Source: an optimization exercise on an open RTL-to-GDS flow (aim: small area, a short achievable clock period and few clock cycles). Production flows keep margins and buffers that such runs may drop.
The RTL of this run was laid out without a check of its function.
Power figures rest on the tool's default switching activity, not on a simulated workload.

==> design/flow/run.sh <==
#!/bin/bash
# synth_recipe.tcl (not shown) runs the flow's synth.tcl, then flattens the netlist and writes it again
# the make line also repeats each setting of config.mk as NAME=value (left out here)
make -C /OpenROAD-flow-scripts/flow DESIGN_CONFIG=/design/flow/config.mk WORK_HOME=/design/flow/orfs CLKGATE_MAP_FILE= SYNTH_SCRIPT=/design/flow/synth_recipe.tcl finish
==> design/flow/config.mk <==
export PLATFORM = sky130hd
export DESIGN_NAME = kraes_window_mac
export DESIGN_NICKNAME = kraes_window_mac
export VERILOG_FILES = /design/flow/design.v
export SDC_FILE = /design/flow/constraint.sdc
export NUM_CORES = 4
export LEC_CHECK = 0
export CAP_MARGIN = 20
export CORE_MARGIN = 2
export CORE_UTILIZATION = 40
export PLACE_DENSITY = 0.6
export SLEW_MARGIN = 20
==> design/flow/constraint.sdc <==
create_clock -name core_clock -period 20.0 [get_ports {clk}]
set_input_delay 4.0000 -clock core_clock [delete_from_list [all_inputs] [get_ports {clk}]]
set_output_delay 4.0000 -clock core_clock [all_outputs]
set_load 0.01 [all_outputs]
==> design/flow/design.v <==
module kw_elem_dec (
    input  wire [3:0]  fmt,
    input  wire [15:0] x,
    output reg         sign,
    output reg  [7:0]  mant,
    output reg  [7:0]  ef,
    output reg  [7:0]  ec,
    output reg         special,
    output reg         t2bad
);
    always @* begin
        sign    = 1'b0;
        mant    = 8'd0;
        ef      = 8'd0;
        ec      = 8'd0;
        special = 1'b0;
        t2bad   = 1'b0;
        case (fmt)
            4'h0: begin  
                mant  = {7'd0, x[0]};
                sign  = x[1] & x[0];
                t2bad = x[1] & ~x[0];
            end
            4'h1: begin  
                sign = x[3];
                mant = {4'd0, x[3] ? (4'd0 - x[3:0]) : x[3:0]};
            end
            4'h2: begin  
                sign = x[7];
                mant = x[7] ? (8'd0 - x[7:0]) : x[7:0];
            end
            4'h3: begin  
                sign = x[3];
                mant = {6'd0, x[2:1] != 2'd0, x[0]};
                ef   = {6'd0, x[2], x[1] | ~x[2]};
                ec   = 8'd2;
            end
            4'h4: begin  
                sign = x[5];
                mant = {4'd0, x[4:3] != 2'd0, x[2:0]};
                ef   = {6'd0, x[4], x[3] | ~x[4]};
                ec   = 8'd4;
            end
            4'h5: begin  
                sign = x[5];
                mant = {5'd0, x[4:2] != 3'd0, x[1:0]};
                ef   = {5'd0, x[4:3], x[2] | (x[4:3] == 2'd0)};
                ec   = 8'd5;
            end
            4'h6: begin  
                sign    = x[7];
                mant    = {4'd0, x[6:3] != 4'd0, x[2:0]};
                ef      = {4'd0, x[6:4], x[3] | (x[6:4] == 3'd0)};
                ec      = 8'd10;
                special = (x[6:0] == 7'h7F);
            end
            4'h7: begin  
                sign    = x[7];
                mant    = {5'd0, x[6:2] != 5'd0, x[1:0]};
                ef      = {3'd0, x[6:3], x[2] | (x[6:3] == 4'd0)};
                ec      = 8'd17;
                special = (x[6:2] == 5'h1F);
            end
            4'h8: begin  
                sign    = x[15];
                mant    = {x[14:7] != 8'd0, x[6:0]};
                ef      = {x[14:8], x[7] | (x[14:8] == 7'd0)};
                ec      = 8'd134;
                special = (x[14:7] == 8'hFF);
            end
            default: ;  
        endcase
    end
endmodule
module kw_scale_dec (
    input  wire [1:0] mode,
    input  wire [7:0] s,
    output reg        sign,
    output reg  [3:0] mant,
    output reg  [7:0] ef,
    output reg  [7:0] ec,
    output reg        nan
);
    always @* begin
        sign = 1'b0;
        mant = 4'd1;
        ef   = 8'd0;
        ec   = 8'd0;
        nan  = 1'b0;
        case (mode)
            2'd1: begin
                ef  = s;
                ec  = 8'd127;
                nan = (s == 8'hFF);
            end
            2'd2: begin
                sign = s[7];
                mant = {s[6:3] != 4'd0, s[2:0]};
                ef   = {4'd0, s[6:4], s[3] | (s[6:4] == 3'd0)};
                ec   = 8'd10;
                nan  = (s[6:0] == 7'h7F);
            end
            default: ;
        endcase
    end
endmodule
module kraes_window_mac (
    input  wire         clk,
    input  wire         rst,
    input  wire         in_valid,
    output wire         in_ready,
    input  wire [1:0]   in_op,
    input  wire [3:0]   in_fmt_a,
    input  wire [3:0]   in_fmt_b,
    input  wire [1:0]   in_scale,
    input  wire [15:0]  in_a,
    input  wire [15:0]  in_b,
    input  wire [7:0]   in_sa,
    input  wire [7:0]   in_sb,
    input  wire [9:0]   in_anchor,
    output reg          res_valid,
    output wire [127:0] res_acc,
    output wire         res_inexact,
    output wire         res_overflow,
    output wire         res_invalid,
    output wire         res_t2bad
);
    assign in_ready = 1'b1;
    reg        a_v;
    reg [1:0]  a_op;
    reg [3:0]  a_fa, a_fb;
    reg [1:0]  a_sc;
    reg [15:0] a_a, a_b;
    reg [7:0]  a_sa, a_sb;
    reg [9:0]  anchor;
    always @(posedge clk) begin
        a_v  <= in_valid & ~rst;
        a_op <= in_op;
        a_fa <= in_fmt_a;
        a_fb <= in_fmt_b;
        a_sc <= in_scale;
        a_a  <= in_a;
        a_b  <= in_b;
        a_sa <= in_sa;
        a_sb <= in_sb;
        if (rst)
            anchor <= 10'd95;
        else if (in_valid & in_op[0])
            anchor <= in_anchor;
    end
    wire       da_s, db_s, dsa_s, dsb_s;
    wire [7:0] da_m, db_m;
    wire [3:0] dsa_m, dsb_m;
    wire [7:0] da_ef, da_ec, db_ef, db_ec, dsa_ef, dsa_ec, dsb_ef, dsb_ec;
    wire       da_sp, db_sp, dsa_nan, dsb_nan, da_t2, db_t2;
    kw_elem_dec u_dec_a (.fmt(a_fa), .x(a_a), .sign(da_s), .mant(da_m), .ef(da_ef),
                         .ec(da_ec), .special(da_sp), .t2bad(da_t2));
    kw_elem_dec u_dec_b (.fmt(a_fb), .x(a_b), .sign(db_s), .mant(db_m), .ef(db_ef),
                         .ec(db_ec), .special(db_sp), .t2bad(db_t2));
    kw_scale_dec u_dec_sa (.mode(a_sc), .s(a_sa), .sign(dsa_s), .mant(dsa_m),
                           .ef(dsa_ef), .ec(dsa_ec), .nan(dsa_nan));
    kw_scale_dec u_dec_sb (.mode(a_sc), .s(a_sb), .sign(dsb_s), .mant(dsb_m),
                           .ef(dsb_ef), .ec(dsb_ec), .nan(dsb_nan));
    function [3:0] bitlen8(input [7:0] x);
        integer i;
        begin
            bitlen8 = 4'd0;
            for (i = 0; i < 8; i = i + 1)
                if (x[i]) bitlen8 = i + 1;
        end
    endfunction
    function [2:0] ctz8(input [7:0] x);
        integer i;
        begin
            ctz8 = 3'd0;
            for (i = 7; i >= 0; i = i - 1)
                if (x[i]) ctz8 = i;
        end
    endfunction
    wire b_mac = a_v & (a_op == 2'd0);
    wire b_bad = da_sp | db_sp | dsa_nan | dsb_nan;
    wire b_nz  = (da_m != 8'd0) & (db_m != 8'd0) & (dsa_m != 4'd0) & (dsb_m != 4'd0);
    wire b_sgn = da_s ^ db_s ^ dsa_s ^ dsb_s;
    wire signed [12:0] b_t = $signed({5'd0, da_ef}) + $signed({5'd0, db_ef})
                           + $signed({5'd0, dsa_ef}) + $signed({5'd0, dsb_ef})
                           - $signed({5'd0, da_ec}) - $signed({5'd0, db_ec})
                           - $signed({5'd0, dsa_ec}) - $signed({5'd0, dsb_ec})
                           - $signed({{3{anchor[9]}}, anchor}) + 13'sd118;
    wire [4:0] b_ctz = ctz8(da_m) + ctz8(db_m) + ctz8({4'd0, dsa_m}) + ctz8({4'd0, dsb_m});
    wire [4:0] b_len = bitlen8(da_m) + bitlen8(db_m) + bitlen8({4'd0, dsa_m}) + bitlen8({4'd0, dsb_m});
    wire b_good  = b_mac & ~b_bad & b_nz;
    wire b_under = b_t < 13'sd0;
    wire b_over  = b_t > 13'sd122;
    wire signed [13:0] b_lt  = b_t + $signed({9'd0, b_len});
    wire signed [13:0] b_ct  = b_t + $signed({9'd0, b_ctz});
    wire b_norm  = ~b_under & ~b_over;
    wire       b_use   = b_good & ~b_under & ~rst;
    wire       b_ix    = b_good & (b_under | (b_norm & (b_ct < 14'sd23)));
    wire       b_ovd   = b_good & (b_over | (b_norm & (b_lt > 14'sd126)));
    wire       b_ovm   = b_good & b_norm & (b_lt > 14'sd123) & (b_lt < 14'sd127);
    reg  [15:0] c_pab;
    reg  [7:0]  c_ps;
    reg  [6:0]  c_t;
    reg         c_s, c_ix, c_ovd, c_ovm, c_inv, c_t2, c_rd, c_clr;
    always @(posedge clk) begin
        c_pab <= da_m * db_m;
        c_ps  <= (dsa_m * dsb_m) & {8{b_use}};
        c_t   <= b_t[6:0];
        c_s   <= b_sgn & b_use;
        c_ix  <= b_ix & ~rst;
        c_ovd <= b_ovd & ~rst;
        c_ovm <= b_ovm & ~rst;
        c_inv <= b_mac & b_bad & ~rst;
        c_t2  <= b_mac & (da_t2 | db_t2) & ~rst;
        c_rd  <= a_v & a_op[1] & ~rst;
        c_clr <= a_v & a_op[0] & ~rst;
    end
    wire [23:0] c_m  = c_pab * c_ps;
    wire [30:0] c_mf = {7'd0, c_m} << c_t[2:0];
    reg  [30:0] d_mx;    
    reg  [3:0]  d_k;
    reg         d_s, d_ix, d_ovd, d_ovm, d_inv, d_t2, d_clr, rst_q;
    always @(posedge clk) begin
        d_mx      <= c_mf ^ {31{c_s}};
        d_k       <= c_t[6:3];
        d_s       <= c_s & ~rst;
        d_ix      <= c_ix & ~rst;
        d_ovd     <= c_ovd & ~rst;
        d_ovm     <= c_ovm & ~rst;
        d_inv     <= c_inv & ~rst;
        d_t2      <= c_t2 & ~rst;
        d_clr     <= c_clr & ~rst;
        res_valid <= c_rd & ~rst;
        rst_q     <= rst;
    end
    reg [125:0] sh;
    integer j;
    always @* begin
        sh = {{95{d_s}}, d_mx};
        for (j = 0; j < 4; j = j + 1)
            if (d_k[j])
                sh = (sh << (8 << j)) | ({126{d_s}} & ((126'd1 << (8 << j)) - 126'd1));
    end
    wire        d_ov = d_ovd | (d_ovm & (sh[125:123] != {3{d_s}}));
    wire [99:0] d_w  = d_ov ? {100{~d_s}} : sh[122:23];
    reg [127:0] acc;
    reg         f_inexact, f_overflow, f_invalid, f_t2bad;
    wire [100:0] lo  = {1'b0, acc[99:0]} + {1'b0, d_w} + {100'd0, d_s};
    wire [27:0]  hi  = acc[127:100] + {28{d_s}} + {27'd0, lo[100]};
    wire         clr = rst | rst_q | d_clr;
    always @(posedge clk) begin
        acc <= clr ? 128'd0 : {hi, lo[99:0]};
        if (rst | d_clr) begin
            f_inexact  <= 1'b0;
            f_overflow <= 1'b0;
            f_invalid  <= 1'b0;
            f_t2bad    <= 1'b0;
        end else begin
            f_inexact  <= f_inexact  | d_ix;
            f_overflow <= f_overflow | d_ov;
            f_invalid  <= f_invalid  | d_inv;
            f_t2bad    <= f_t2bad    | d_t2;
        end
    end
    assign res_acc      = acc;
    assign res_inexact  = f_inexact;
    assign res_overflow = f_overflow;
    assign res_invalid  = f_invalid;
    assign res_t2bad    = f_t2bad;
endmodule
==> notes.md <==
-- per-stage QoR --
| step | power [mW] | hold slack (ns) | util, % | setup slack [ns] | cell area, sq um |
|---|---|---|---|---|---|
| after floorplan | 2.88 | 0.310 | - | 11.78 | 29800 |
| after CTS | 4.49 | 0.321 | 45.7 | 8.99 | 33800 |
| after global routing | 4.87 | 0.321 | 45.7 | 8.49 | 33800 |
| after detailed placement | 3.76 | 0.312 | 43.9 | 9.02 | 32500 |
| final | 4.50 | 0.325 | 45.7 | 9.16 | 33800 |
| after global placement | 3.74 | 0.312 | 43.9 | 9.25 | 32500 |
-- logic make-up (layout without fill, tap and decap cells) --
| family | Yosys count | after routing | share of synthesized area, % |
|---|---|---|---|
| adders and majority gates | 472 | 472 | 24.4 |
| xor gates and xnor gates | 183 | 183 | 5.39 |
| DFF | 286 | 286 | 19.2 |
| muxes | 72 | 72 | 2.83 |
| and+or+nand+nor | 1203 | 1203 | 19.2 |
| AOI/OAI and AO/OA | 1061 | 1061 | 22.0 |
| buffers and inverters | 546 | 648 | 6.94 |
| other | 1 | 1 | 0.0126 |
-- final cells by class --
cell class	instances	area share, %
Clock inverter	20	0.585
Inverter	335	3.72
Sequential cell	286	16.9
Timing Repair Buffer	241	6.87
Tap cell	969	3.58
Clock buffer	52	3.27
Multi-Input combinational cell	2992	65.0
-- path summary, 6_finish.rpt --
path | from | to | slack (ns) | cells after the start
worst max-delay path | d_s | acc[126] | 9.16 | 32
worst min-delay path | c_t[4] | d_k[1] | 0.32 | 0
worst max register to register | d_s | acc[126] | 9.16 | 32
worst min register to register | c_t[4] | d_k[1] | 0.32 | 0
-- critical path, delay by kind of cell (launching register included) --
kind            cells  cell delay [ns]
fa+ha+maj           4             1.23
compound gates     18             5.77
buf+inv             3             1.36
simple gates        7             2.10
flops               1             0.31
-- power by group through the flow --
stage	Sequential [mW]	Combinational [mW]	Clock [mW]
finish	0.807	2.98	0.711
global route	0.817	3.30	0.752
CTS	0.807	2.95	0.734
detailed placement	0.820	2.94	0
global placement	0.819	2.92	0
floorplan	0.771	2.11	0
-- registers in the layout, indices dropped and copies added (netlist names), 10 cells and up --
| register | flops |
|---|---|
| acc | 128 |
| d_mx | 31 |
| a_a | 16 |
| a_b | 16 |
| c_pab | 16 |
| anchor | 10 |
-- layout by cell type, fill, tap and decap left out, drive strengths merged, types with 48 or more instances in the layout --
| master | count |
|---|---|
| nand3 | 65 |
| clkdlybuf4s50 | 205 |
| nor3 | 78 |
| xnor2 | 122 |
| nand2 | 353 |
| nand2b | 48 |
| clkbuf | 52 |
| dfxtp | 286 |
| a21oi | 418 |
| xor2 | 61 |
| o21ai | 218 |
| nor2 | 347 |
| fa | 180 |
| a21o | 87 |
| inv | 337 |
| nand4 | 69 |
| ha | 292 |
| and2 | 89 |
-- metal layers --
metal	global-route usage, %	vias to the layer above
met5	0	-
met4	10.8	0
met3	2.35	212
met2	42.4	846
met1	29.8	13200
li1	-	13400
==> flow_metrics.tcl <==
set metrics [dict create \
    area.growth.synth_to_final_pct 13.7 \
    power_leakage_nw 15.4 \
    power_frac_clock_pct 15.8 \
    endpoint_kind "register" \
    globalplace.congestion 0.957 \
    floorplan.die.height_um 277 \
    clock-sinks 286 \
    num_vias 27600 \
    vias_per_cell 5.65 \
    path_common_cell "sky130_fd_sc_hd__fa_1" \
    multi_input_area_sq_um 22000 \
    port_buffers 205 \
    maximum_fanout_along_the_worst_path 70 \
    syn_area_sq_um 29800 \
    post_synth_main_area_contributors "sky130_fd_sc_hd__dfxtp_1 19%, sky130_fd_sc_hd__ha_1 12%, sky130_fd_sc_hd__fa_1 12%" \
    start_kind "register" \
    netlist_instances 3824 \
    max_ir_drop_vdd_uv 122 \
    floorplan.initialDensity_pct 40.2 \
    timing.final.crit_period_ns 10.84 \
    num-nets-final 4440 \
    dr.pass1.iters 9 \
    synth.avg_cell_area_sq_um 7.78 \
    register_cell_area_after_layout_sq_um 5730 \
    max-cap-violations 0 \
    synth-main-ff-cell "sky130_fd_sc_hd__dfxtp_1" \
    synth.most_common_cell "sky130_fd_sc_hd__a21oi_1" \
    post_drt_wl_per_cell_um 19.4 \
    num_antenna_cells 0 \
    fin_skew_ns 0.0328 \
    synth_top_cell_area_share_pct 19.2 \
    tritoncts_clock_tree "built" \
    synth_area_leader_cell "sky130_fd_sc_hd__dfxtp_1" \
    tightestPinTransition_ns 1.11 \
    post_synthesis_sequential_element_count 286 \
    placeable_core_region_sq_um 74100 \
    number_of_flops_mapped_to_enable_cells_by_yosys 0 \
    cts_hold_buffers 0 \
    fin_setup_tns_ns 0 \
    cp_slowest_cell "sky130_fd_sc_hd__o31ai_1" \
    timing.critical_path.slowest_cell_delay_ns 0.79 \
    status "timing/DRC/antenna clean" \
    instances_no_fill 4895 \
    max_clock_freq_mhz 92.3 \
    h-tree-depth 2 \
    finalMaxSlewViolations 0 \
    grt_pass1_vias 27100 \
    finalWirelength_mm 94.7 \
    post_cts_buffers 0 \
    met2_length_mm 46.1 \
    hp-class "reg -> reg" \
    rows 100 \
    antenna_left 0 \
    post_synth_most_frequent_cells "418 x sky130_fd_sc_hd__a21oi_1, 353 x sky130_fd_sc_hd__nand2_1, 347 x sky130_fd_sc_hd__nor2_1, 332 x sky130_fd_sc_hd__inv_1, 292 x sky130_fd_sc_hd__ha_1" \
    dp_hpwl_mm 75.6 \
    switching_power_mw 2.27 \
    switching_share_pct 50.4 \
    post-route-drc-count 0 \
    grt_antenna_before_repair 0 \
    final_period_utilization_pct 54.2 \
    fp.dieW_um 277 \
    placedCellCount 4823 \
    nFillCells 7543 \
    top_level_ports 207 \
    ctsResizeCount 0 \
    drive_above_1_share_pct 4.58 \
    rsz0062_at_grt "false" \
    grt_overflow 0 \
    clockRootBuffer "sky130_fd_sc_hd__clkbuf_16" \
    worst_slew_margin_rel_pct 26.2 \
    power_frac_seq_pct 18.0 \
    yosysSeqAreaShare_pct 19.2 \
    clk_pin_slew_ns 0.06 \
    buffer_depth_of_the_longest_clock_path 3 \
    required_ns 20.51 \
    grt_pass1_wl_mm 148 \
    critical_path_arrival_ns 11.35 \
    comb_power_share_pct 66.2 \
    synth_fp_nets 4369 \
    timing.final.setup_violations 0 \
    clkLatencyLatePin_ns 0.58 \
    routedLengthMet1_mm 39.9 \
    power.density_cell_area_nw_per_um2 133 \
    report.final.hold_viol_count 0 \
    yosys_warns 3 \
    die-area_sq_um 76600 \
    top_layer "met4" \
    cell_internal_power_mw 2.23 \
    cts_inserted_buffers 39 \
    netlist-cell-type-count 91 \
    grt_max_degree 78 \
    async_set_or_reset_flop_fraction_in_the_synthesized_netlist_pct 0 \
    wl_met3_mm 4.45 \
    kind_of_critical_path "reg -> reg" \
    initialDrtViolationCount 2157 \
    globalRouteTotalUtil_pct 24.1 \
]

separate check: timing with driven ports:
In the flow no input, the clock included, has a driving cell. The finished layout below was timed again as built, in two steps. Step 1 sets driving cells, clkbuf_16 on the clock port and buf_2 on the other inputs (assumed; they add their load-dependent delay and slew). Step 2 adds t to the input delays and takes it off the output delays; t is the mean of the earliest and latest rising clock arrival at the registers after step 1. Input paths then give back, and output paths get back, about the clock's delay inside the block. Three values: no drivers, after step 1, after step 2; two values: the first two.
shift t [ns]: 0.635
slack for setup (ns): 9.161 / 9.161 / 9.161
worst slew at a driven data input, ns: 0.05
pins driven straight from the clock port: 1
After both steps this run still meets setup and hold. For this run, drivers alone change the setup slack by 0.000 ns; drivers and shift together by 0.000 ns.
